This design comes from an exercise in tuning for small area on the open sky130 flow, not from production work. The RTL was checked by simulation tests, not by an equivalence proof against the original design. Power and IR drop assume default switching activity.

$ cat design/flow/constraint.sdc
create_clock -name core_clock -period 12.0 [get_ports {clk}]
set_input_delay 2.4000 -clock core_clock [delete_from_list [all_inputs] [get_ports {clk}]]
set_output_delay 2.4000 -clock core_clock [all_outputs]
set_load 0.01 [all_outputs]
$ cat design/flow/flow/area.abc
strash
&get -n
&deepsyn -T 60
&put
dch -f
amap
topo
$ cat design/flow/config.mk
export PLATFORM = sky130hd
export DESIGN_NAME = rds_group_decoder
export DESIGN_NICKNAME = rds_group_decoder
export VERILOG_FILES = /design/flow/design.v
export SDC_FILE = /design/flow/constraint.sdc
export NUM_CORES = 4
export LEC_CHECK = 0
export ABC_AREA = 1
export CAP_MARGIN = 0
export CORE_MARGIN = 2
export CORE_UTILIZATION = 40
export CTS_BUF_LIST = sky130_fd_sc_hd__clkbuf_8
export CTS_CLUSTER_SIZE = 16
export GPL_TIMING_DRIVEN = 0
export PLACE_DENSITY = 0.6
export SLEW_MARGIN = 0
$ cat design/flow/standard.sh
#!/bin/bash
# synth_recipe.tcl (not shown) runs the flow's synth.tcl, then flattens the netlist and writes it again
# the make line also repeats each setting of config.mk as NAME=value (left out here)
make -C /OpenROAD-flow-scripts/flow DESIGN_CONFIG=/design/flow/config.mk WORK_HOME=/design/flow/orfs CLKGATE_MAP_FILE= SYNTH_SCRIPT=/design/flow/synth_recipe.tcl "${@:-finish}"
$ cat design/flow/flow/synth_area.tcl
# The standard flow's synthesis script (synth_recipe.tcl), with the logic mapped for area:
# ABC runs flow/area.abc instead of ORFS's script, and adders are left to ABC
# rather than extracted as half and full adder cells. Registers, flattening
# and renaming are as in the standard flow's script.
proc synth {args} { yosys synth -nofsm -noshare {*}$args }
proc extract_fa {args} {}
proc abc {args} {
  set i [lsearch -exact $args -script]
  if { $i >= 0 } { lset args [expr {$i + 1}] $::env(AREA_ABC_SCRIPT) }
  yosys abc {*}$args
}
source $::env(SCRIPTS_DIR)/synth.tcl
# left out here: clear keep_hierarchy, flatten, clean up, hide names made inside functions, write 1_2_yosys.v
$ cat design/flow/flow/run.sh
#!/bin/bash
set -euo pipefail
here=$(pwd)
export AREA_ABC_SCRIPT="$here/flow/area.abc"
bash standard.sh SYNTH_SCRIPT="$here/flow/synth_area.tcl" \
    SYNTH_INSBUF=0 BUFFER_PORTS_ARGS="-buffer_cell sky130_fd_sc_hd__buf_1" finish > standard_flow.log 2>&1
$ cat design/flow/design.v
module rds_burst_corr (
    input  wire [9:0] t,
    input  wire [3:0] c,
    input  wire       full,
    output wire [9:0] t1,
    output wire [9:0] t2,
    output wire [9:0] tn,
    output wire [2:0] hit
);
    function [9:0] xinv;               
        input [9:0] v;
        reg   [10:0] u;
        begin
            u = {1'b0, v} ^ (v[0] ? 11'h5B9 : 11'h000);
            xinv = u[10:1];
        end
    endfunction
    assign t1 = xinv(t);
    assign t2 = xinv(t1);
    assign tn = xinv(t2);
    function ok;
        input [9:0] b;
        begin
            ok = b[0] && (b[9:5] == 5'd0) && (full || b[4:2] == 3'd0);
        end
    endfunction
    wire c7 = (c == 4'd7);
    wire c8 = (c == 4'd8);
    assign hit[0] = ok(t)  && !(c8 && t[4:2] != 3'd0);
    assign hit[1] = ok(t1) && !(c7 && t1[4]) && !(c8 && t1[4:1] != 4'd0);
    assign hit[2] = ok(t2) && !(c7 && t2[4:3] != 2'd0) && !c8;
endmodule
module rds_group_decoder (
    input  wire        clk,
    input  wire        rst,           
    input  wire [1:0]  mode,          
    input  wire [1:0]  corr,          
    input  wire [3:0]  loss_n,        
    input  wire        lock,          
    input  wire        bit_valid,
    input  wire        bit_in,
    output wire [1:0]  rds_sync,      
    output reg         rec_valid,
    output wire [15:0] rec_blk_a,
    output wire [15:0] rec_blk_b,
    output wire [15:0] rec_blk_c,
    output wire [15:0] rec_blk_d,
    output wire [7:0]  rec_bstat,
    output wire [5:0]  rec_flags,
    output wire [4:0]  rec_cbits,
    output wire [15:0] rec_pi_conf,
    output wire        sync_evt,
    output reg  [2:0]  sync_off,
    output reg         loss_evt,
    output wire        loss_cause,    
    output reg         pi_evt,
    output wire [15:0] pi_new
);
    localparam [9:0] OFS_A  = 10'h0FC;
    localparam [9:0] OFS_B  = 10'h198;
    localparam [9:0] OFS_C  = 10'h168;
    localparam [9:0] OFS_CP = 10'h350;
    localparam [9:0] OFS_D  = 10'h1B4;
    localparam [9:0] OFS_E  = 10'h000;
    localparam [9:0] X26    = 10'h0EE;    
    localparam [1:0] ST_OK    = 2'd0;
    localparam [1:0] ST_SMALL = 2'd1;
    localparam [1:0] ST_LARGE = 2'd2;
    localparam [1:0] ST_BAD   = 2'd3;
    localparam [5:0] FULLCNT = 6'd52;
    localparam [2:0] S_IDLE  = 3'd0;
    localparam [2:0] S_SRCH  = 3'd1;    
    localparam [2:0] S_SYNC2 = 3'd2;    
    localparam [2:0] S_BLK   = 3'd3;    
    localparam [2:0] S_TRAP  = 3'd4;    
    localparam [2:0] S_CMT   = 3'd5;    
    function [9:0] slide;              
        input [9:0] s;
        input       bin;
        input       bout;
        reg   [10:0] u;
        begin
            u = {s, bin} ^ (s[9] ? 11'h5B9 : 11'h000);
            slide = u[9:0] ^ (bout ? X26 : 10'h000);
        end
    endfunction
    reg [51:0] sh;             
    reg [5:0]  cnt;            
    reg [9:0]  syn1;           
    reg [9:0]  syn2;           
    reg [25:0] flg;            
    reg        insync;
    reg [1:0]  pos;
    reg        egrp;
    reg        skip;
    reg [3:0]  badcnt;
    reg [7:0]  g_bst;
    reg [4:0]  g_cbits;
    reg        g_pichg, g_cprime, g_resync;
    reg        conf_v;
    reg [15:0] conf_pi;
    reg        cand_v;
    reg [15:0] cand_pi;
    reg        cand_cur, cand_prev;
    reg [2:0]  st;
    reg [1:0]  tj;             
    reg        ttry;           
    reg        found;          
    wire [15:0] g_blk0 = sh[51:36];
    wire [9:0]  tr     = sh[35:26];                
    wire [15:0] g_blk1 = flg[15:0];
    wire [15:0] g_blk2 = {flg[25:16], syn2[5:0]};
    wire [3:0]  tc     = syn2[9:6];                
    wire rds_on  = (mode == 2'd1) || (mode == 2'd2);
    wire rbds    = (mode == 2'd2);
    wire use_cor = (corr == 2'd1) || (corr == 2'd2);
    wire full    = (corr == 2'd2);
    wire [3:0] loss_lim = (loss_n < 4'd2) ? 4'd2 : loss_n;
    wire strobe = bit_valid && rds_on;
    function [5:0] match;
        input [9:0] s;
        input       rb;
        begin
            match = {rb && s == OFS_E, s == OFS_D, s == OFS_CP, s == OFS_C,
                     s == OFS_B, s == OFS_A};
        end
    endfunction
    wire [5:0] m1 = match(syn1, rbds);
    wire [5:0] m2 = match(syn2, rbds);
    wire [1:0] slot = pos + 2'd1;
    wire       has2 = (slot == 2'd0) ? rbds : (slot == 2'd2) && !egrp;
    wire       ex1  = (slot == 2'd0) ? m1[0] :
                      egrp ? m1[5] :
                      (slot == 2'd1) ? m1[1] : (slot == 2'd2) ? m1[2] : m1[4];
    wire       ex2  = has2 && ((slot == 2'd0) ? m1[5] : m1[3]);
    function [9:0] ofs_exp;
        input [1:0] sl;
        input       eg;
        input       alt;
        begin
            case (sl)
                2'd0:    ofs_exp = alt ? OFS_E : OFS_A;
                2'd1:    ofs_exp = eg ? OFS_E : OFS_B;
                2'd2:    ofs_exp = alt ? OFS_CP : eg ? OFS_E : OFS_C;
                default: ofs_exp = eg ? OFS_E : OFS_D;
            endcase
        end
    endfunction
    wire [9:0] tr1, tr2, trn;
    wire [2:0] thit;
    rds_burst_corr u_corr (.t(tr), .c(tc), .full(full), .t1(tr1), .t2(tr2), .tn(trn), .hit(thit));
    wire [4:0] eb = (tj == 2'd0) ? tr[4:0] : (tj == 2'd1) ? tr1[4:0] : tr2[4:0];
    wire [2:0] enb = eb[0] + eb[1] + eb[2] + eb[3] + eb[4];
    wire [6:0] ebj = {2'd0, eb} << tj;
    reg [15:0] einfo;
    integer q, m;
    always @* begin
        einfo = 16'd0;
        for (q = 0; q < 16; q = q + 1)
            for (m = 0; m < 7; m = m + 1)
                if (q + 10 - m <= 24 && (q + 10 - m) % 3 == 0)
                    einfo[q] = einfo[q] | (ebj[m] && tc == (q + 10 - m) / 3);
    end
    wire        wsel = (st == S_SRCH);
    wire [15:0] wraw = wsel ? sh[51:36] : sh[25:10];
    wire [15:0] word = wraw ^ (found ? einfo : 16'd0);
    reg        tk_en;
    reg [1:0]  tk_pos;
    reg        tk_alt;         
    reg [1:0]  tk_st;
    reg [2:0]  tk_nb;
    reg        tk_a, tk_cp;    
    reg        tk_store;       
    wire search_hit = (cnt == FULLCNT) && flg[25] &&
                      ((m2[0] && m1[1]) || (m2[1] && (m1[2] || m1[3])) ||
                       ((m2[2] || m2[3]) && m1[4]) || (m2[4] && m1[0]) ||
                       (m2[5] && m1[5]));
    wire [1:0] p_new = {m1[2] || m1[3] || m1[4], m1[1] || m1[4] || m1[5]};
    always @* begin
        tk_en    = 1'b0;
        tk_pos   = slot;
        tk_alt   = 1'b0;
        tk_st    = ST_BAD;
        tk_nb    = 3'd0;
        tk_store = 1'b1;
        case (st)
            S_SRCH: begin
                tk_en    = search_hit;
                tk_st    = ST_OK;
                tk_pos   = p_new - 2'd1;
                tk_store = !m2[4];
            end
            S_SYNC2: begin
                tk_en   = 1'b1;
                tk_st   = ST_OK;
                tk_pos  = pos;
            end
            S_BLK: begin
                if (ex1) begin
                    tk_en = 1'b1; tk_st = ST_OK;
                end else if (ex2) begin
                    tk_en = 1'b1; tk_st = ST_OK; tk_alt = 1'b1;
                end else if (!use_cor) begin
                    tk_en = 1'b1;
                end
            end
            S_CMT: begin
                tk_en = 1'b1;
                if (found) begin
                    tk_alt = ttry;
                    tk_st  = (eb[4:2] == 3'd0) ? ST_SMALL : ST_LARGE;
                    tk_nb  = enb;
                end
            end
            default: ;
        endcase
        case (st)
            S_SRCH:  begin tk_a = m2[0]; tk_cp = m2[3]; end
            S_SYNC2: begin tk_a = m1[0]; tk_cp = m1[3]; end
            default: begin
                tk_a  = (slot == 2'd0) && !tk_alt;
                tk_cp = (slot == 2'd2) && tk_alt;
            end
        endcase
    end
    wire tk_pi    = tk_en && (tk_a || tk_cp) && !tk_st[1];
    wire eq_conf  = conf_v && (word == conf_pi);
    wire eq_cand  = cand_v && (word == cand_pi);
    wire pi_raise = tk_pi && !eq_conf && !eq_cand;
    wire a_diff   = !g_bst[1] && (cand_cur ? !eq_cand : !eq_conf);
    wire end_cp   = tk_pi && (st != S_SRCH) && tk_cp && (pi_raise || a_diff);
    wire [3:0] badcnt_n = (tk_st == ST_BAD) ? badcnt + 4'd1 : 4'd0;
    wire       bad_loss = badcnt_n >= loss_lim;
    wire g_act = insync && (pos != 2'd3) && !skip;
    wire ok26 = insync || cnt >= 6'd26;    
    wire ok52 = cnt == FULLCNT;            
    always @(posedge clk) begin
        rec_valid <= 1'b0;
        loss_evt  <= 1'b0;
        pi_evt    <= 1'b0;
        if (loss_evt) begin
            syn2   <= 10'd0;
            flg[0] <= 1'b0;
        end
        if (rec_valid) begin
            g_bst     <= 8'hFF;
            g_cbits   <= 5'd0;
            g_pichg   <= 1'b0;
            g_cprime  <= 1'b0;
            g_resync  <= 1'b0;
            cand_prev <= cand_cur;
            cand_cur  <= 1'b0;
        end
        if (strobe) begin
            sh[25:0] <= {sh[24:0], bit_in};
            syn1  <= slide(syn1, bit_in, sh[25] && ok26);
            found <= 1'b0;
            if (!insync) begin
                sh[51:26] <= sh[50:25];
                syn2 <= slide(syn2, sh[25] && ok26, sh[51] && ok52);
                cnt  <= (cnt == FULLCNT) ? FULLCNT : cnt + 6'd1;
                if (lock)
                    st  <= S_SRCH;
                else
                    flg <= {flg[24:0], 1'b0};
            end else if (!lock) begin
                insync     <= 1'b0;
                cnt        <= 6'd26;
                loss_evt   <= 1'b1;
                rec_valid  <= g_act;
            end else if (cnt == 6'd25) begin
                cnt <= 6'd0;
                if (skip) begin
                    skip <= 1'b0;
                    pos  <= slot;
                end else begin
                    st <= S_BLK;
                end
            end else begin
                cnt <= cnt + 6'd1;
            end
        end
        case (st)
            S_SRCH: begin
                flg <= {flg[24:0], (cnt >= 6'd26) && (m1 != 6'd0)};
                st  <= S_IDLE;
                if (search_hit) begin
                    st       <= S_SYNC2;
                    insync   <= 1'b1;
                    cnt      <= 6'd0;
                    badcnt   <= 4'd0;
                    skip     <= 1'b0;
                    pos      <= p_new;
                    egrp     <= m1[5];
                    g_resync <= 1'b1;
                end
            end
            S_SYNC2: begin
                st <= S_IDLE;
            end
            S_BLK: begin
                st <= S_IDLE;
                if (!tk_en) begin
                    st         <= S_TRAP;
                    sh[35:26]  <= syn1 ^ ofs_exp(slot, egrp, 1'b0);
                    syn2[9:6]  <= 4'd0;
                    ttry       <= 1'b0;
                end
            end
            S_TRAP: begin
                if (thit != 3'd0) begin
                    found <= 1'b1;
                    tj    <= thit[0] ? 2'd0 : thit[1] ? 2'd1 : 2'd2;
                    st    <= S_CMT;
                end else if (tc == 4'd8) begin
                    if (!ttry && has2) begin
                        sh[35:26] <= syn1 ^ ofs_exp(slot, egrp, 1'b1);
                        syn2[9:6] <= 4'd0;
                        ttry      <= 1'b1;
                    end else begin
                        st <= S_CMT;
                    end
                end else begin
                    sh[35:26] <= trn;
                    syn2[9:6] <= tc + 4'd1;
                end
            end
            S_CMT: begin
                st <= S_IDLE;
            end
            default: ;
        endcase
        if (tk_en) begin
            if (tk_store) begin
                case (tk_pos)
                    2'd0: sh[51:36] <= word;
                    2'd1: flg[15:0] <= word;
                    2'd2: {flg[25:16], syn2[5:0]} <= word;
                    default: ;
                endcase
                g_bst[2*tk_pos +: 2] <= tk_st;
            end
            g_cbits <= g_cbits + {2'd0, tk_nb};
            if (tk_cp)
                g_cprime <= 1'b1;
            if (tk_pi) begin
                if (eq_conf) begin
                    cand_v    <= 1'b0;
                    cand_cur  <= 1'b0;
                    cand_prev <= 1'b0;
                end else if (eq_cand) begin
                    if (cand_prev) begin
                        conf_v    <= 1'b1;
                        conf_pi   <= cand_pi;
                        cand_v    <= 1'b0;
                        cand_cur  <= 1'b0;
                        cand_prev <= 1'b0;
                    end else begin
                        cand_cur  <= 1'b1;
                    end
                end else begin
                    pi_evt    <= 1'b1;
                    cand_v    <= 1'b1;
                    cand_pi   <= word;
                    cand_cur  <= 1'b1;
                    cand_prev <= 1'b0;
                    g_pichg   <= 1'b1;
                end
            end
            if (end_cp)
                g_pichg <= 1'b1;
            if (st == S_SYNC2) begin
                if (pos == 2'd3) begin
                    rec_valid <= 1'b1;
                end else if (end_cp) begin
                    rec_valid <= 1'b1;
                    skip      <= 1'b1;
                end
            end else if (st != S_SRCH) begin
                pos    <= slot;
                badcnt <= badcnt_n;
                if (slot == 2'd0) begin
                    egrp     <= tk_alt;
                    g_resync <= 1'b0;
                end
                if (bad_loss) begin
                    insync     <= 1'b0;
                    cnt        <= 6'd26;
                    loss_evt   <= 1'b1;
                    rec_valid  <= 1'b1;
                end else if (slot == 2'd3) begin
                    rec_valid <= 1'b1;
                end else if (end_cp) begin
                    rec_valid <= 1'b1;
                    skip      <= 1'b1;
                end
            end
        end
        if (rst) begin
            rec_valid <= 1'b0;
            loss_evt  <= 1'b0;
            pi_evt    <= 1'b0;
            cnt       <= 6'd0;
            syn1      <= 10'd0;
            syn2      <= 10'd0;
            insync    <= 1'b0;
            g_bst     <= 8'hFF;
            g_cbits   <= 5'd0;
            g_pichg   <= 1'b0;
            g_cprime  <= 1'b0;
            g_resync  <= 1'b0;
            conf_v    <= 1'b0;
            cand_v    <= 1'b0;
            cand_cur  <= 1'b0;
            cand_prev <= 1'b0;
            st        <= S_IDLE;
        end
    end
    wire from0    = !g_resync || (g_bst[1:0] != ST_BAD);
    wire complete = (pos == 2'd3) && from0;
    assign rec_blk_a   = g_blk0;
    assign rec_blk_b   = g_blk1;
    assign rec_blk_c   = g_blk2;
    assign rec_blk_d   = word;
    assign rec_bstat   = g_bst;
    assign rec_flags   = {g_resync, egrp, g_cprime, g_pichg, !complete,
                          complete && (g_bst[1:0] != ST_BAD) && (g_bst[3:2] != ST_BAD) &&
                          (g_bst[5:4] != ST_BAD) && (g_bst[7:6] != ST_BAD)};
    assign rec_cbits   = g_cbits;
    assign rec_pi_conf = conf_v ? conf_pi : 16'd0;
    assign pi_new      = cand_pi;
    assign loss_cause = !(badcnt >= loss_lim);
    assign sync_evt = (st == S_SYNC2);
    always @* begin
        case (1'b1)
            m1[0]:   sync_off = 3'd0;
            m1[1]:   sync_off = 3'd1;
            m1[2]:   sync_off = 3'd2;
            m1[3]:   sync_off = 3'd3;
            m1[4]:   sync_off = 3'd4;
            default: sync_off = 3'd5;
        endcase
    end
    assign rds_sync = !rds_on ? 2'd0 : (insync ? 2'd2 : 2'd1);
endmodule
==> reports/metrics.cfg, run 1 <==
[setup_path]
critPathMaxStageDelay_ns = 0.87
cp_slowest_cell = nor2b_1
worstPathArrival_ns = 7.69
end_kind = flop
worstSetupPathType = in2reg
cpMostUsedCell = clkinv_1
reg2reg_depth = 17
cp.required_ns = 12.37
reg2reg_slack_ns = 5.19
worst_setup_path_start_kind = input pin
r2r-end = rec_valid
path_max_fanout = 14
cp_cell_sequence = buf_1 > clkinv_1 > nand2_1 > or4_1 > nor3_1 > a31oi_1 > nor4_1 > nor2_1 > clkinv_1 > nor2_1 > clkinv_1 > o21ai_0 > nor2b_1 > clkinv_1 > nand2_1 > nor2_1 > a211oi_1
rr_startpoint = st[2]

[placement]
dpl.hpwl_mm = 21.72
io_buffers = 137
gp_congestion = 0.9460

[sta]
holdWs_ns = 0.4285
slew_headroom_pct = 10.80
fin_crit_ns = 7.327
skew_ns = 0.02460
final_hold_viol_count = 0
fmax_mhz = 136.5
finalSetupViolCount = 0
tns_ns = 0
tightest_slew_ns = 1.338
rsz0062_at_grt = no
drv_slew = 0
period_share_pct = 61.06

[clock_tree]
insertion_delay_ns = 0.48
cts_inserted_buffers = 17
path_clk_slew_ns = 0.08
htree_levels = 4
cts_root_buf = clkbuf_8
cts_sinks = 175
cts_tree = built
postCtsHoldBufs = 0
post_cts.repair.setup_buffers = 0
ctsResizeCount = 0
clk_path_buf_depth = 2

[final_layout]
layout_common_cells = nor2_1 (241), clkinv_1 (149), buf_1 (137)
final_common_cell = nor2_1
nets = 1246
drive_gt1_share_pct = 2.729
n_antenna_cell = 0
syn_to_final_growth_pct = 14.73

[floorplan]
initial_core_util_pct = 40.43
ios = 138
die_h_um = 151.8
rows = 54
core_mm2 = 0.02162
die_w_um = 151.8
floorplan.die_area_mm2 = 0.02305

[min_path]
holdPathEnd = sh[10]
hp-class = reg2reg
hold_start = sh[9]
whs_path_depth = 0

[power_and_ir_drop]
powerDensity_mw_per_mm2 = 147.6
leakage_nw = 3.270
ir_drop_uv = 73.02

[synth]
syn_avg_cell_area_um2 = 8.131
yosysUniqueCellTypes = 46
syn-cell-area_mm2 = 0.008741
synthCells = 1075
ys.flop_type = dfxtp_1
synthArstFlopShare_pct = 0
synth_warnings = 2
seq_area_frac_synth_pct = 47.07
synth_fp_nets = 1088
synth-seq-cells = 175
synth-edff-count = 61

[grt]
grt_pass1_vias = 8247
top_usage_layer = met2
grt_max_degree = 32
antenna_found_initial = 0
grt_use_met1_pct = 34.94
overflow = 0
use_met2_pct = 38.72
grt_usage_pct = 24.43
grt.met3_usage_pct = 3.965
grt_pass1_wl_mm = 45.64

[route]
drc = 0
routed_wirelength_mm = 28.50
via_count = 9020
vias_per_cell = 5.911
wl_per_cell_um = 18.68
drtIter0Drc = 923
ant_nets = 0
first_pass_iters = 6

[flow_run]
drv_cap = 0

[status]
outcome = no timing/DRC/antenna violations

Yosys cell counts, types with 6 or more instances:
cell type,count,area (µm²)
or3_1,12,75.07
nor3_1,26,130.1
a32oi_1,8,70.07
clkinv_1,148,555.5
o22a_1,13,113.9
a222oi_1,6,60.06
a21oi_1,53,265.3
edfxtp_1,61,1832
a211oi_1,33,247.7
nand4_1,8,50.05
nor2_1,242,908.4
nand3_1,18,90.09
dfxtp_1,114,2282
nand2_1,67,251.5
o21a_1,12,90.09
or4_1,7,52.55
nor4_1,8,50.05
nor2b_1,8,50.05
a31oi_1,7,43.79
a221oi_1,12,105.1
o21ai_0,55,275.3
a22oi_1,10,75.07
o221ai_1,19,166.4
o22ai_1,82,513.0
sequential cells by signal, summed over array words and instances (netlist names), 2 cells and up:
signal   count
cand_pi     16
sh          52
syn1        10
badcnt       4
pos          2
g_bst        8
syn2        10
cnt          6
g_cbits      5
flg         26
conf_pi     16
tj           2
st           3
cell families after synthesis:
family / Yosys count / synth area share, %
buffers and inverters: 148 / 6.356
AND/OR/NAND/NOR: 408 / 19.87
flip-flops: 175 / 47.07
AO/OA/AOI/OAI: 344 / 26.71
cell type report:
cell class | count | area, µm²
fillers | 2192 | 11590
clock buffers | 19 | 261.5
repair buffers | 139 | 544.3
multi-input cells | 752 | 4079
flip-flops and latches | 175 | 4114
inverters | 148 | 555.5
clock inverters | 13 | 123.9
well taps | 280 | 350.3
critical path, delay by kind of cell:
family,cells,cell delay [ns]
buffers and inverters,5,1.14
AND/OR/NAND/NOR,9,3.55
AO/OA/AOI/OAI,3,0.59
per-stage QoR:
| step | instance area, µm² | power (W) | setup slack (ns) | std cells | utilization [%] |
|---|---|---|---|---|---|
| final | 10030 | 0.001480 | 4.673 | 1526 | 46.38 |
| after global routing | 10030 | 0.001554 | 4.359 | 1526 | 46.38 |
| after CTS | 10030 | 0.001483 | 4.828 | 1526 | 46.38 |
| after detailed placement | 9643 | 0.001070 | 4.357 | 1494 | 44.60 |
| after global placement | 9605 | 0.001068 | 3.952 | 1492 | 44.43 |
| after floorplan | 8741 | 0.0009525 | 5.539 | 1075 | - |
per-layer routing:
metal,up-vias,wire [µm]
met5,-,0
li1,4307,-
met3,44,2083
met2,410,12990
met4,0,471
met1,4259,12960
worst max path at each step:
stage	startpoint	to	slack [ns]
2_1_floorplan	mode[0]	conf_pi[0]	5.54
3_3_place_gp	mode[0]	conf_pi[10]	3.95
3_5_place_dp	mode[1]	sh[43]	4.36
4_1_cts	mode[1]	sh[43]	4.83
5_1_grt	mode[0]	sh[43]	4.36
6_report	mode[0]	sh[43]	4.67
power breakdown:
| part | internal [W] | total, W | switching [W] |
|---|---|---|---|
| sequential | 0.000683 | 0.000755 | 0.0000721 |
| clock | 0.000180 | 0.000417 | 0.000237 |
| combinational | 0.000106 | 0.000308 | 0.000202 |
==> run 2, diff against run 1 <==
==> design/flow/flow/run.sh (replaced) <==
#!/bin/bash
# The standard layout, with these changes:
#  - synthesis maps the logic with an area-oriented ABC script (flow/area.abc);
#    adders are left to ABC; registers, flattening and renaming are as in
#    the standard flow's own synthesis script (flow/synth_area.tcl);
#  - each input and output port gets the smallest buffer, buf_1;
#  - clock tree: buf_8 clock buffers for clusters of up to 16 registers, a
#    buf_4 at the root, and no dummy loads.
set -euo pipefail
here=$(pwd)
export AREA_ABC_SCRIPT="$here/flow/area.abc"
bash standard.sh SYNTH_SCRIPT="$here/flow/synth_area.tcl" \
    SYNTH_INSBUF=0 BUFFER_PORTS_ARGS="-buffer_cell sky130_fd_sc_hd__buf_1" \
    CTS_ARGS="-sink_clustering_enable -repair_clock_nets -sink_clustering_size 16 -buf_list sky130_fd_sc_hd__clkbuf_8 -root_buf sky130_fd_sc_hd__clkbuf_4 -dont_use_dummy_load" \
    finish > standard_flow.log 2>&1
==> reports/metrics.cfg, run 2 <==
[route]
drc = 0  ; unchanged
via_count = 9139  ; +1.3%
ant_nets = 0  ; unchanged
drtIter0Drc = 1032  ; +12%
wl_per_cell_um = 19.81  ; +6.0%
routed_wirelength_mm = 30.36  ; +6.5%
vias_per_cell = 5.962  ; +0.86%
first_pass_iters = 6  ; unchanged

[floorplan]
ios = 138  ; unchanged
rows = 54  ; unchanged
initial_core_util_pct = 40.63  ; +0.20 points
die_w_um = 152.6  ; +0.54%
core_mm2 = 0.02176  ; +0.63%
die_h_um = 152.6  ; +0.54%
floorplan.die_area_mm2 = 0.02330  ; +1.1%

[synth]
synth_top_area_share_pct = 25.82  ; -0.29 points
synth.largest_area_cell = dfxtp_1
syn_avg_cell_area_um2 = 8.094  ; -0.46%
synth_warnings = 2  ; unchanged
synth-edff-count = 61  ; unchanged
ys_top_cells_by_area = dfxtp_1 (26%), edfxtp_1 (21%), nor2_1 (9.9%)
synthCells = 1092  ; +1.6%
synthArstFlopShare_pct = 0  ; unchanged
ys.flop_type = dfxtp_1
seq_area_frac_synth_pct = 46.55  ; -0.52 points
synth-seq-cells = 175  ; unchanged
synth_common_cells = nor2_1 (232), clkinv_1 (152), dfxtp_1 (114)
syn-cell-area_mm2 = 0.008838  ; +1.1%
yosysUniqueCellTypes = 44  ; -4.3%
synth_fp_nets = 1105  ; +1.6%
yosys.cell_count.top_type = nor2_1

[clock_tree]
ctsResizeCount = 0  ; unchanged
cts_inserted_buffers = 17  ; unchanged
postCtsHoldBufs = 0  ; unchanged
cts_root_buf = clkbuf_4
path_clk_slew_ns = 0.07  ; about the same
clk_path_buf_depth = 2  ; unchanged
htree_levels = 4  ; unchanged
cts_sinks = 175  ; unchanged
cts_tree = built
post_cts.repair.setup_buffers = 0  ; unchanged
insertion_delay_ns = 0.64  ; +0.16 ns

[grt]
grt_pass1_vias = 8294  ; +0.57%
overflow = 0  ; unchanged
use_met2_pct = 38.76  ; +0.040 points
top_usage_layer = met2
antenna_found_initial = 1  ; +1
grt_use_met1_pct = 37.65  ; +2.7 points
grt.met3_usage_pct = 5.262  ; +1.3 points
grt_max_degree = 29  ; -9.4%
grt_pass1_wl_mm = 47.71  ; +4.6%
grt_usage_pct = 25.74  ; +1.3 points

[setup_path]
worst_setup_path_start_kind = flop
cp_slowest_cell = clkinv_1
cp_cell_sequence = clkinv_1 > nand2_1 > clkinv_1 > o22ai_1 > nor2_1 > a21oi_1 > clkinv_1 > buf_1
end_kind = output port
critPathMaxStageDelay_ns = 0.90  ; +0.03 ns
reg2reg_slack_ns = 5.02  ; -0.17 ns
worstPathArrival_ns = 4.76  ; -2.93 ns
worstSetupPathType = reg2out
cp.required_ns = 9.60  ; -2.77 ns
cpMostUsedCell = clkinv_1
path_max_fanout = 24  ; +10

[final_layout]
utilization_pct = 45.89  ; -0.50 points
largest_register_ff_count = 52  ; unchanged
fin_area_mm2 = 0.009983  ; -0.45%
largest-register = sh
final-seq-area_mm2 = 0.004114  ; unchanged
largest_registers = sh (52), flg (26)
multi_input_area_mm2 = 0.004172  ; +2.3%
drive_gt1_share_pct = 1.843  ; -0.89 points
final_common_cell = nor2_1
num-fill-cells = 2249  ; +2.6%
syn_to_final_growth_pct = 12.95
nets = 1263  ; +1.4%
layout_common_cells = nor2_1 (230), clkinv_1 (152), buf_1 (137)

[status]
outcome = no timing/DRC/antenna violations

[sta]
final_hold_viol_count = 0  ; unchanged
skew_ns = 0.05308  ; +0.02848 ns
rsz0062_at_grt = no
tightest_slew_ns = 1.240  ; -0.09821 ns
finalSetupViolCount = 0  ; unchanged
fmax_mhz = 139.8  ; +2.4%
slew_headroom_pct = 16.48  ; +5.7 points
fin_crit_ns = 7.155  ; -0.1714 ns
period_share_pct = 59.63  ; -1.4 points
tns_ns = 0  ; unchanged
drv_slew = 0  ; unchanged
layout_setup_ws_ns = 4.845  ; +0.1714 ns

[placement]
gp_congestion = 0.9243  ; -2.3%
dpl.hpwl_mm = 23.20  ; +6.8%
dp_worst_setup_slack_ns = 4.660  ; +0.3029 ns
io_buffers = 137  ; unchanged
place_area_mm2 = 0.009737  ; +0.97%

[power_and_ir_drop]
leakage_nw = 3.131  ; -4.2%
powerDensity_mw_per_mm2 = 134.6  ; -8.8%
ir_drop_uv = 60.42  ; -17%

[flow_run]
drv_cap = 0  ; unchanged

[min_path]
hp-class = reg2reg

==> run 2: changes by cell type after synthesis, moves of 5 or more <==
cell,change
a221oi_1,+5
a22o_1,+6
a22oi_1,+7
nand2_1,+9
nor2_1,-10
o21ai_0,+8
o221ai_1,-5
o22ai_1,-9
or2_0,+6
==> run 2: worst paths after layout <==
check,from,end,depth (start not counted)
hold / removal,sh[9],sh[10],0
setup reg to reg,st[2],flg[14],16
setup / recovery,st[2],rec_blk_d[2],8
hold reg to reg,sh[9],sh[10],0
==> run 2: area by class of cell <==
type / instances / area share, %
multi-input cells: 765 / 41.78
diodes: 5 / 0.1253
well taps: 280 / 3.509
inverters: 152 / 5.715
repair buffers: 139 / 5.377
flip-flops and latches: 175 / 41.21
clock buffers: 17 / 2.281
==> run 2: layer usage <==
metal  wire, µm  vias to the layer above
met5          0                        -
met2      13080                      470
met3       2518                       54
li1           -                     4345
met4        670                        0
met1      14090                     4270
==> run 2: logic make-up after synthesis <==
logic type	Yosys count	share of synthesized area (%)
AND/OR/NAND/NOR	414	20.17
buffers and inverters	152	6.455
AO/OA/AOI/OAI	350	26.73
flip-flops	175	46.55
XOR/XNOR	1	0.09911
==> run 2: power breakdown <==
part           leakage (nW)  switching (W)  internal, W  total, W
sequential             1.49      0.0000679     0.000678  0.000746
combinational          1.52       0.000186    0.0000957  0.000282
clock                 0.120       0.000196     0.000121  0.000317
total                  3.13       0.000450     0.000894   0.00134
==> run 2: worst max-delay path, delay by kind of cell, from the launching register on <==
family,cells,cell delay [ns]
AO/OA/AOI/OAI,2,1.21
buffers and inverters,4,1.67
flip-flops,1,0.41
AND/OR/NAND/NOR,2,0.85
==> run 2: stage by stage <==
step / power [W] / hold WS, ns / std cells
after floorplan: 0.0009196 / 0.4003 / 1092
after global placement: 0.001032 / 0.4011 / 1509
after detailed placement: 0.001035 / 0.4045 / 1511
after CTS: 0.001342 / 0.4230 / 1528
after global routing: 0.001412 / 0.4303 / 1533
final: 0.001344 / 0.4245 / 1533
==> run 3, diff against run 2 <==
==> design/flow/flow/run.sh (replaced) <==
#!/bin/bash
# The standard layout, with these changes:
#  - synthesis maps the logic with an area-oriented ABC script (flow/area.abc);
#    adders are left to ABC; registers, flattening and renaming are as in
#    the standard flow's own synthesis script (flow/synth_area.tcl);
#  - each input and output port gets the smallest buffer, buf_1;
#  - clock tree: buf_8 clock buffers for clusters of up to 13 registers, a
#    buf_4 at the root, and no dummy loads.
set -euo pipefail
here=$(pwd)
export AREA_ABC_SCRIPT="$here/flow/area.abc"
bash standard.sh SYNTH_SCRIPT="$here/flow/synth_area.tcl" \
    SYNTH_INSBUF=0 BUFFER_PORTS_ARGS="-buffer_cell sky130_fd_sc_hd__buf_1" \
    CTS_ARGS="-sink_clustering_enable -repair_clock_nets -sink_clustering_size 13 -buf_list sky130_fd_sc_hd__clkbuf_8 -root_buf sky130_fd_sc_hd__clkbuf_4 -dont_use_dummy_load" \
    finish > standard_flow.log 2>&1
--- a/design/flow/config.mk
+++ b/design/flow/config.mk
@@ -10,7 +10,7 @@
 export CORE_MARGIN = 2
 export CORE_UTILIZATION = 40
 export CTS_BUF_LIST = sky130_fd_sc_hd__clkbuf_8
-export CTS_CLUSTER_SIZE = 16
+export CTS_CLUSTER_SIZE = 13
 export GPL_TIMING_DRIVEN = 0
 export PLACE_DENSITY = 0.6
 export SLEW_MARGIN = 0
==> reports/metrics.cfg, run 3 <==
[synth]
synth-seq-cells = 175  ; unchanged
yosysUniqueCellTypes = 45  ; +2.3%
synth_warnings = 2  ; unchanged
synth-edff-count = 61  ; unchanged
syn_avg_cell_area_um2 = 8.086  ; about the same
synth_common_cells = nor2_1 (240), clkinv_1 (148), dfxtp_1 (114)
synthCells = 1089  ; -0.27%
synth_top_area_share_pct = 25.92  ; +0.095 points
seq_area_frac_synth_pct = 46.72  ; +0.17 points
synth_fp_nets = 1102  ; -0.27%
ys_top_cells_by_area = dfxtp_1 (26%), edfxtp_1 (21%), nor2_1 (10%)
yosys.cell_count.top_type = nor2_1
synthArstFlopShare_pct = 0  ; unchanged
syn-cell-area_mm2 = 0.008806  ; -0.37%
ys.flop_type = dfxtp_1
synth.largest_area_cell = dfxtp_1

[placement]
dpl.hpwl_mm = 22.56  ; -2.7%
place_area_mm2 = 0.009709  ; -0.28%
io_buffers = 137  ; unchanged
dp_worst_setup_slack_ns = 3.752  ; -0.9080 ns
gp_congestion = 0.9540  ; +3.2%

[power_and_ir_drop]
ir_drop_uv = 66.68  ; +10%
powerDensity_mw_per_mm2 = 135.9  ; +0.97%
leakage_nw = 3.148  ; +0.55%

[clock_tree]
cts_inserted_buffers = 17  ; unchanged
cts_tree = built
clk_path_buf_depth = 2  ; unchanged
path_clk_slew_ns = 0.07  ; about the same
insertion_delay_ns = 0.64  ; about the same
post_cts.repair.setup_buffers = 0  ; unchanged
cts_sinks = 175  ; unchanged
htree_levels = 4  ; unchanged
postCtsHoldBufs = 0  ; unchanged
ctsResizeCount = 0  ; unchanged
cts_root_buf = clkbuf_4

[grt]
antenna_found_initial = 1  ; unchanged
overflow = 0  ; unchanged
grt_max_degree = 31  ; +6.9%
grt_pass1_vias = 8164  ; -1.6%
grt_pass1_wl_mm = 45.59  ; -4.5%
grt_usage_pct = 24.81  ; -0.94 points

[setup_path]
crit_family = simple AND/OR/NAND/NOR gates
rr_startpoint = st[0]
cp_slowest_cell = nor2b_1
end_kind = flop
cpMostUsedCell = nor2_1
cp_cell_sequence = buf_1 > nor2b_1 > nand2_1 > nor4_1 > a31oi_1 > nor4_1 > nor2_1 > clkinv_1 > nor2_1 > clkinv_1 > nor2_1 > or3_1 > nor2b_1 > clkinv_1 > nand2_1 > nor2_1 > a221oi_1
worst-path-buf-inv = 4  ; unchanged
path_max_fanout = 13  ; -46%
reg2reg_slack_ns = 5.46  ; +0.44 ns
worstPathArrival_ns = 8.27  ; +3.51 ns
worstSetupPathType = in2reg
worst_setup_path_start_kind = input pin
critPathLaunch = mode[1]
cp.required_ns = 12.50  ; +2.90 ns
critPathMaxStageDelay_ns = 1.00  ; +0.10 ns

[flow_run]
drv_cap = 0  ; unchanged

[floorplan]
die_w_um = 152.4  ; -0.18%
die_h_um = 152.4  ; -0.18%
floorplan.die_area_mm2 = 0.02322  ; -0.35%
ios = 138  ; unchanged
core_mm2 = 0.02169  ; -0.31%
initial_core_util_pct = 40.60  ; about the same
rows = 54  ; unchanged

[route]
vias_per_cell = 5.859  ; -1.7%
drtIter0Drc = 824  ; -20%
drc = 0  ; unchanged
wl_per_cell_um = 19.25  ; -2.8%
first_pass_iters = 7  ; +1
via_count = 8952  ; -2.0%
ant_nets = 0  ; unchanged
routed_wirelength_mm = 29.41  ; -3.1%

[final_layout]
largest-register = sh
fin_area_mm2 = 0.009951  ; -0.33%
largest_registers = sh (52), flg (26)
drive_gt1_share_pct = 1.844  ; about the same
final_common_cell = nor2_1
nets = 1262  ; -0.079%
syn_to_final_growth_pct = 13.00  ; about the same
num-fill-cells = 2232  ; -0.76%
largest_register_ff_count = 52  ; unchanged
layout_common_cells = nor2_1 (239), clkinv_1 (148), buf_1 (137)

[sta]
fmax_mhz = 128.8  ; -7.8%
drv_slew = 0  ; unchanged
period_share_pct = 64.70  ; +5.1 points
tightest_slew_ns = 1.297  ; +0.05694 ns
slew_headroom_pct = 12.76  ; -3.7 points
tns_ns = 0  ; unchanged
rsz0062_at_grt = no
final_hold_viol_count = 0  ; unchanged
layout_setup_ws_ns = 4.236  ; -0.6086 ns
skew_ns = 0.05757  ; +0.004493 ns
fin_crit_ns = 7.764  ; +0.6086 ns
finalSetupViolCount = 0  ; unchanged

[min_path]
hold_start = sh[7]
hp-class = reg2reg

[status]
outcome = no timing/DRC/antenna violations

-- run 3: changes by cell type after synthesis, sizes merged, moves of 4 or more --
cell / before / now
nor2: 232 / 240
nand3: 14 / 19
o22ai: 73 / 61
clkinv: 152 / 148
o21a: 8 / 14
a221oi: 17 / 9
nand2: 76 / 84
o32a: 0 / 4
nor2b: 11 / 7
or4: 8 / 4
o211ai: 6 / 0
nor3: 27 / 21
o32ai: 6 / 10
o21ai: 63 / 67
-- run 3: worst reg2reg max path: cells and delay by family, from the launching register on --
kind	cells	cell delay [ns]
buffers and inverters	5	1.85
and+or+nand+nor	11	4.01
DFF	1	0.38
AOI/OAI and AO/OA	1	0.22
-- run 3: stage by stage --
step	utilization [%]	power [W]	cells	hold WS, ns
after floorplan	-	0.0009303	1089	0.4003
after global placement	44.59	0.001047	1506	0.4032
after detailed placement	44.77	0.001050	1509	0.4059
after CTS	45.82	0.001356	1526	0.4249
after global routing	45.88	0.001417	1528	0.4340
final	45.88	0.001353	1528	0.4216
-- run 3: report_power, final --
part           internal [W]  switching [W]  total (W)
clock network      0.000121       0.000192   0.000313
registers          0.000680      0.0000651   0.000745
logic             0.0000998       0.000195   0.000295
-- run 3: final cells by class --
| class | instances | area, µm² | share of cell area, % |
|---|---|---|---|
| well taps | 280 | 350.3 | 3.521 |
| clock buffers | 17 | 227.7 | 2.288 |
| flip-flops and latches | 175 | 4114 | 41.34 |
| multi-input cells | 766 | 4145 | 41.66 |
| diodes | 1 | 2.502 | 0.02515 |
| repair buffers | 141 | 555.5 | 5.583 |
| inverters | 148 | 555.5 | 5.583 |
-- run 3: final timing paths --
| check | to | depth (start not counted) |
|---|---|---|
| worst min register to register | sh[8] | 0 |
| worst max-delay path | sh[36] | 17 |
| worst min-delay path | sh[8] | 0 |
| worst max register to register | sh[36] | 17 |
-- run 3: metal layers --
metal	track usage [%]	routed length, µm	part of all wire, %
met5	0	0	0
met4	9.524	1082	3.7
met3	4.807	2302	7.8
met2	39.27	13120	45
met1	33.68	12900	44
-- run 3: cells by family after synthesis --
group | Yosys count | synth area share [%]
AOI/OAI and AO/OA | 353 | 27.31
and+or+nand+nor | 412 | 19.57
buffers and inverters | 148 | 6.309
DFF | 175 | 46.72
xor gates and xnor gates | 1 | 0.09948

[afterwards: timing with drivers on the ports]
No port has a modelled driver above. Below, the same layouts with a new extraction and two added sets of constraints.
Step 1 assumes that a clkbuf_16 drives the clock port and a buf_2 every other input.
Step 2, shift: input delay + t, output delay - t, t = (earliest + latest rising clock arrival at the registers) / 2. This alone moves slack from input paths to output paths.
Three values: ideal ports, drivers, drivers and shift; two values: the first two.
run	t (ns)	slack for setup (ns)	worst setup path after step 2	clock arrival spread, ns	slew at the worst register clock pin (ns)
run 1	0.512	4.673 / 4.690 / 4.179	input to register	0.024 / 0.025	0.11 / 0.11
run 2	0.662	4.845 / 4.798 / 4.517	input to register	0.053 / 0.053	0.12 / 0.12
run 3	0.653	4.236 / 4.257 / 3.604	input to register	0.058 / 0.058	0.12 / 0.12
After both steps every run listed still meets setup and hold. The setup slack of run 3, which loses most, moves by +0.021 ns with the drivers and by -0.632 ns with both steps.
